From an optimization exercise on the open Yosys and OpenROAD flow, aimed at small area; shortcuts taken in it are not production practice. Function was checked by simulation only, so behaviour that the tests miss may differ from the original. No activity file was given, so power comes from the tool's default toggle rates.

v6:
## cbs_window_quad
module cbs_window_quad (
    input  wire        clk,
    input  wire        rst,
    input  wire        trig,
    input  wire [15:0] cfg_len,
    input  wire        cfg_sinc3,
    input  wire [3:0]  bits,
    input  wire [63:0] cal_ofs,
    input  wire [79:0] cal_gain,
    input  wire [3:0]  cal_valid,
    input  wire [3:0]  offset_bin,
    output wire        ready,
    output reg         done,
    output wire [63:0] code,
    output wire [3:0]  clamp,
    output wire [3:0]  cal_inv,
    output wire [15:0] len_out
);
    reg        open;
    reg        sinc3;
    reg [15:0] lreg;       
    reg [15:0] cnt;        
    reg [1:0]  phase;
    reg [28:0] wgt;        
    reg [15:0] bv;         
    reg [15:0] len_cap;
    wire start = trig && !open && !rst;
    assign ready = !open;
    wire        csmall = (cnt[15:4] == 12'd0);
    wire        hit    = csmall && (sinc3 ? ((phase == 2'd0) ? (cnt[3:0] >= 4'd6 && cnt[3:0] <= 4'd8)
                                                             : (cnt[3:0] >= 4'd3 && cnt[3:0] <= 4'd5))
                                          : (cnt[3:0] == 4'd2));
    wire        last   = open && hit && (!sinc3 || phase == 2'd2);
    wire [15:0] cdec   = cnt + (sinc3 ? 16'hfffd : 16'hffff);
    wire [15:0] wlo;
    wire        wco;
    cbs_rca #(16) wadd (.a(wgt[15:0]), .b(bv), .ci(1'b0), .s(wlo), .co(wco));
    wire [12:0] whi = wgt[28:16] + {13{bv[15]}} + {12'd0, wco};
    wire [1:0]  r3  = cnt[1:0] + 2'd1;     
    wire [15:0] span = lreg - {14'd0, sinc3 ? r3 : 2'd0};
    always @(posedge clk) begin
        if (rst)
            open <= 1'b0;
        else if (start)
            open <= 1'b1;
        else if (last)
            open <= 1'b0;
        if (start) begin
            sinc3 <= cfg_sinc3;
            lreg  <= cfg_len;
            cnt   <= cfg_len;
            phase <= 2'd0;
            wgt   <= cfg_sinc3 ? 29'd0 : 29'd1;
            bv    <= cfg_sinc3 ? 16'd1 : 16'd0;
        end else begin
            if (hit && sinc3 && phase != 2'd2) begin
                cnt   <= lreg;
                phase <= phase + 2'd1;
            end else begin
                cnt <= cdec;
            end
            wgt <= {whi, wlo};
            bv <= bv + (!sinc3 ? 16'd0 : (phase == 2'd1) ? 16'hfffe : 16'd1);
  ...
For scale: ~4100 cells after synthesis, ~270 I/O pins.
==> flow/config.mk <==
export PLATFORM = sky130hd
export DESIGN_NAME = cbs_window_quad
export DESIGN_NICKNAME = cbs_window_quad
export VERILOG_FILES = /design/flow/design.v
export SDC_FILE = /design/flow/constraint.sdc
export NUM_CORES = 8
export LEC_CHECK = 0
export CAP_MARGIN = 20
export CORE_MARGIN = 2
export CORE_UTILIZATION = 70
export CTS_BUF_LIST = sky130_fd_sc_hd__clkbuf_8 sky130_fd_sc_hd__clkbuf_16
export CTS_CLUSTER_DIAMETER = 70
export CTS_CLUSTER_SIZE = 32
export PLACE_DENSITY = 0.82
export SLEW_MARGIN = 20
==> flow/constraint.sdc <==
create_clock -name core_clock -period 15.0 [get_ports {clk}]
set_input_delay 3.0000 -clock core_clock [delete_from_list [all_inputs] [get_ports {clk}]]
set_output_delay 3.0000 -clock core_clock [all_outputs]
set_load 0.01 [all_outputs]
standard.sh (not shown) runs the stock make flow with config.mk's settings and CLKGATE_MAP_FILE= SYNTH_SCRIPT=/design/flow/synth_recipe.tcl, a recipe that flattens the netlist after the stock synthesis.
==> flow/flow/run.sh <==
#!/bin/bash
# Custom flow: the standard flow with two changes that do not touch the
# design, its registers or its constraints:
#  - synthesis maps the logic with the ABC script in abc_map.script
#    (an area-recovering &nf mapping) instead of ORFS's abc_speed.script;
#  - port buffers use the smallest buffer cell.
# Everything else (scripts, settings, power grid, taps) is ORFS's own.
set -euo pipefail
HERE=$(pwd)
rm -rf "$HERE/scripts_mod"
cp -r "$FLOW_HOME/scripts" "$HERE/scripts_mod"
cp "$HERE/flow/abc_map.script" "$HERE/scripts_mod/abc_speed.script"
bash standard.sh SCRIPTS_DIR="$HERE/scripts_mod" \
    BUFFER_PORTS_ARGS="-buffer_cell sky130_fd_sc_hd__buf_1" finish > standard.log 2>&1
==> flow/flow/abc_map.script <==
strash
&get -n
&fraig -x
&put
scorr
dc2
dretime
strash
&get -n
&dch -f
&nf {D}
&put
buffer -c
topo
stime -c
upsize -c
dnsize -c
Looking at the reports, v6 completed the entire flow and the layout it produced met the timing, DRC and antenna checks.
> inputs changed (v6 -> v7)
--- a/flow/design.v
+++ b/flow/design.v
@@ -93,28 +93,31 @@
                 cnt   <= lreg;
                 phase <= phase + 2'd1;
             end else begin
                 cnt <= cdec;
             end
             wgt <= {whi, wlo};
-            bv <= bv + (!sinc3 ? 16'd0 : (phase == 2'd1) ? 16'hfffe : 16'd1);
+            if (sinc3)
+                bv <= bv + ((phase == 2'd1) ? 16'hfffe : 16'd1);
         end
         if (last)
             len_cap <= span;
     end
     reg [3:0] bits_r;
-    reg       first_r, last_r, last_rr;
+    reg       first_r, last_r, last_rr, last_r3;
     always @(posedge clk) begin
         bits_r  <= bits;
         first_r <= start;
         if (rst) begin
             last_r  <= 1'b0;
             last_rr <= 1'b0;
+            last_r3 <= 1'b0;
         end else begin
             last_r  <= last;
             last_rr <= last_r;
+            last_r3 <= last_rr;
         end
     end
     reg  [43:0] acc [0:4];
     reg  [4:0]  cp;
     reg  [17:0] pfx [0:4];
     reg  [4:0]  fz;            
@@ -182,13 +185,13 @@
     always @(posedge clk) begin
         if (rst) begin
             pp_on <= 1'b0;
             done  <= 1'b0;
         end else begin
             done <= fin;
-            if (rel0) begin
+            if (last_r3) begin
                 pp_on <= 1'b1;
                 pre   <= 1'b1;
                 s     <= 5'd1;
                 gch   <= 3'd0;
             end else if (pp_on) begin
                 if (pre) begin
@@ -314,13 +317,13 @@
             fz <= 5'd0;
         end else if (last_r) begin
             fz <= 5'b11111;
         end else begin
             fz <= fz & ~rel;
         end
-        rel0 <= last_rr && !rst;
+        rel0 <= last_rr;
         rel4 <= pp_on && !pre && s == 5'd20 && gch == 3'd3;
     end
     assign rel = {rel4, du_load && du_ch == 2'd3, du_load && du_ch == 2'd2,
                   du_load && du_ch == 2'd1, rel0};
     assign cwr = {gu_load && gch == 3'd4, gu_load && gch == 3'd3,
                   gu_load && gch == 3'd2, gu_load && gch == 3'd1};
### Flow results
Synthesis-to-layout area growth, v6 and v7: lower on v7. | number of flops mapped to enable cells by yosys | v7 vs v6 | about 14% higher |. Compared with v6, in v7 number of buffers created by CTS lower; total of buffers placed on input and output ports roughly the same; detailed-route wire length lower; half-perimeter wire length after detailed placement lower; detailed-routed wire length on met3 higher. Cell area | v7 vs v6 | v7 larger.

cbs_window_quad, a different RTL version from the one above (not shown whole).
Size in the first run: about 640 flip-flops, roughly 270 I/O pins.
Settings: LEC_CHECK=0, CAP_MARGIN=20, CORE_MARGIN=2, CORE_UTILIZATION=70, CTS_BUF_LIST=sky130_fd_sc_hd__clkbuf_8 sky130_fd_sc_hd__clkbuf_16, CTS_CLUSTER_DIAMETER=70, CTS_CLUSTER_SIZE=32, PLACE_DENSITY=0.75, SLEW_MARGIN=20; clock period 15.0 ns.
Scripts as last shown in full above: flow/flow/run.sh, flow/flow/abc_map.script
Then changed:
--- a/flow/design.v
+++ b/flow/design.v
@@ -5,24 +5,39 @@
     output wire [W-1:0] s,
     output wire         co
 );
     wire [W:0] c;
     assign c[0] = ci;
     genvar i;
     generate for (i = 0; i < W; i = i + 1) begin : g
         assign s[i]   = a[i] ^ b[i] ^ c[i];
         assign c[i+1] = (a[i] & b[i]) | (a[i] & c[i]) | (b[i] & c[i]);
     end endgenerate
     assign co = c[W];
 endmodule
+module cbs_csel #(parameter W = 16, parameter L = 8) (
+    input  wire [W-1:0] a,
+    input  wire [W-1:0] b,
+    input  wire         ci,
+    output wire [W-1:0] s,
+    output wire         co
+);
+    wire         cl, c0, c1;
+    wire [W-L-1:0] h0, h1;
+    cbs_rca #(L)   lo  (.a(a[L-1:0]), .b(b[L-1:0]), .ci(ci),   .s(s[L-1:0]), .co(cl));
+    cbs_rca #(W-L) hi0 (.a(a[W-1:L]), .b(b[W-1:L]), .ci(1'b0), .s(h0), .co(c0));
+    cbs_rca #(W-L) hi1 (.a(a[W-1:L]), .b(b[W-1:L]), .ci(1'b1), .s(h1), .co(c1));
+    assign s[W-1:L] = cl ? h1 : h0;
+    assign co = cl ? c1 : c0;
+endmodule
 module cbs_csel3 #(parameter W = 16, parameter L1 = 6, parameter L2 = 11) (
     input  wire [W-1:0] a,
     input  wire [W-1:0] b,
     input  wire         ci,
     output wire [W-1:0] s,
     output wire         co
 );
     wire cl, m0, m1, h0c, h1c, cm;
     wire [L2-L1-1:0] ms0, ms1;
     wire [W-L2-1:0]  hs0, hs1;
     cbs_rca #(L1)    lo  (.a(a[L1-1:0]),  .b(b[L1-1:0]),  .ci(ci),   .s(s[L1-1:0]), .co(cl));
     cbs_rca #(L2-L1) mi0 (.a(a[L2-1:L1]), .b(b[L2-1:L1]), .ci(1'b0), .s(ms0), .co(m0));
@@ -144,39 +159,32 @@
         wire [13:0] hl;
         wire        c29;
         cbs_rca #(14) ah (.a(base[28:15]), .b(add[28:15]), .ci(cpb), .s(hl), .co(c29));
         wire [14:0] hh = base[43:29] + {14'd0, c29};
         always @(posedge clk) begin
             acc[ch] <= {hh, hl, lo};
             cp[ch]  <= c15;
         end
         if (ch == 0) begin : g_p0
             always @(posedge clk)
                 pfx[ch] <= {17'd0, hold && on && wgt[0]};
         end else begin : g_pc
-            localparam integer PA = (ch == 1) ? 8 : (ch == 2) ? 10 : (ch == 3) ? 12 : 13;
-            localparam integer PS = (ch == 1) ? 11 : (ch == 2) ? 14 : (ch == 3) ? 16 : 18;
             wire [17:0] pbase = (hold && first_r) ? 18'd0 : pfx[ch];
-            wire [PA-1:0] padd = (on && hold) ? wgt[PA-1:0] : {PA{1'b0}};
-            wire [PA-1:0] plo;
-            wire          pco;
-            cbs_rca #(PA) p (.a(pbase[PA-1:0]), .b(padd), .ci(1'b0), .s(plo), .co(pco));
-            wire [PS-PA-1:0] pmid = pbase[PS-1:PA] + {{(PS-PA-1){1'b0}}, pco};
-            wire [17:0] psum;
-            assign psum[PS-1:0] = {pmid, plo};
-            if (PS < 18) begin : g_top
-                assign psum[17:PS] = pbase[17:PS];
-            end
+            wire [13:0] padd  = (on && hold) ? wgt[13:0] : 14'd0;
+            wire [13:0] plo;
+            wire        pco;
+            cbs_rca #(14) p (.a(pbase[13:0]), .b(padd), .ci(1'b0), .s(plo), .co(pco));
+            wire [3:0]  phi = pbase[17:14] + {3'd0, pco};
             always @(posedge clk)
-                pfx[ch] <= cwr[ch] ? {~cal_valid[ch-1], nclamp, ncode} : psum;
+                pfx[ch] <= cwr[ch] ? {~cal_valid[ch-1], nclamp, ncode} : {phi, plo};
         end
     end endgenerate
     reg        pp_on, pre;
     reg [4:0]  s;
     reg [2:0]  gch;
     wire [43:0] dcap = acc[4];
     wire gu_load  = pp_on && !pre && (s == 5'd0);
     wire gu_step  = pp_on && !pre && (s != 5'd0) && (s != 5'd21);
     wire gu_final = pp_on && !pre && (s == 5'd21);
     reg  du_load;
     always @(posedge clk)
         du_load <= last_rr || (pp_on && !pre && s == 5'd3);
Result:
- first-iteration DRC count is higher by 18%
- power is higher by 0.80%
- fmax hardly moves
- sequential share of layout area is lower by 0.50 points
- global-route usage is higher by 0.53 points
- cell count is higher by 0.92%
- worst hold slack gains 41 ps
- non-clock buffer count is lower by 10
- worst setup slack loses 36 ps
- sequential power barely changes

static timing again, ports no longer ideal:
The results above use ideal ports. As a check the final layouts listed here were re-extracted and re-timed, cells and wires unchanged. Step 1 sets driving cells, clkbuf_16 on the clock port and buf_2 on the other inputs (assumed; they add their load-dependent delay and slew). Step 2 times the ports against the registers' clock, not the clock port: input delays grow and output delays shrink by t, the midpoint of the rising clock arrivals with the driver on. Slacks: ideal ports / drivers / drivers and shift; pairs: ideal ports / drivers.
| run | t (ns) | setup slack, ns | hold WS [ns] |
|---|---|---|---|
| v6 | 0.657 | 0.935 / 0.935 / 0.935 | 0.440 / 0.440 / 0.440 |
| v7 | 0.653 | 0.853 / 0.853 / 0.853 | 0.438 / 0.438 / 0.438 |
| the first run of note 2 | 0.644 | 0.811 / 0.811 / 0.811 | 0.402 / 0.402 / 0.402 |
| the second run of note 2 | 0.665 | 0.775 / 0.775 / 0.775 | 0.443 / 0.443 / 0.443 |
After both steps setup and hold are still met in every run listed.
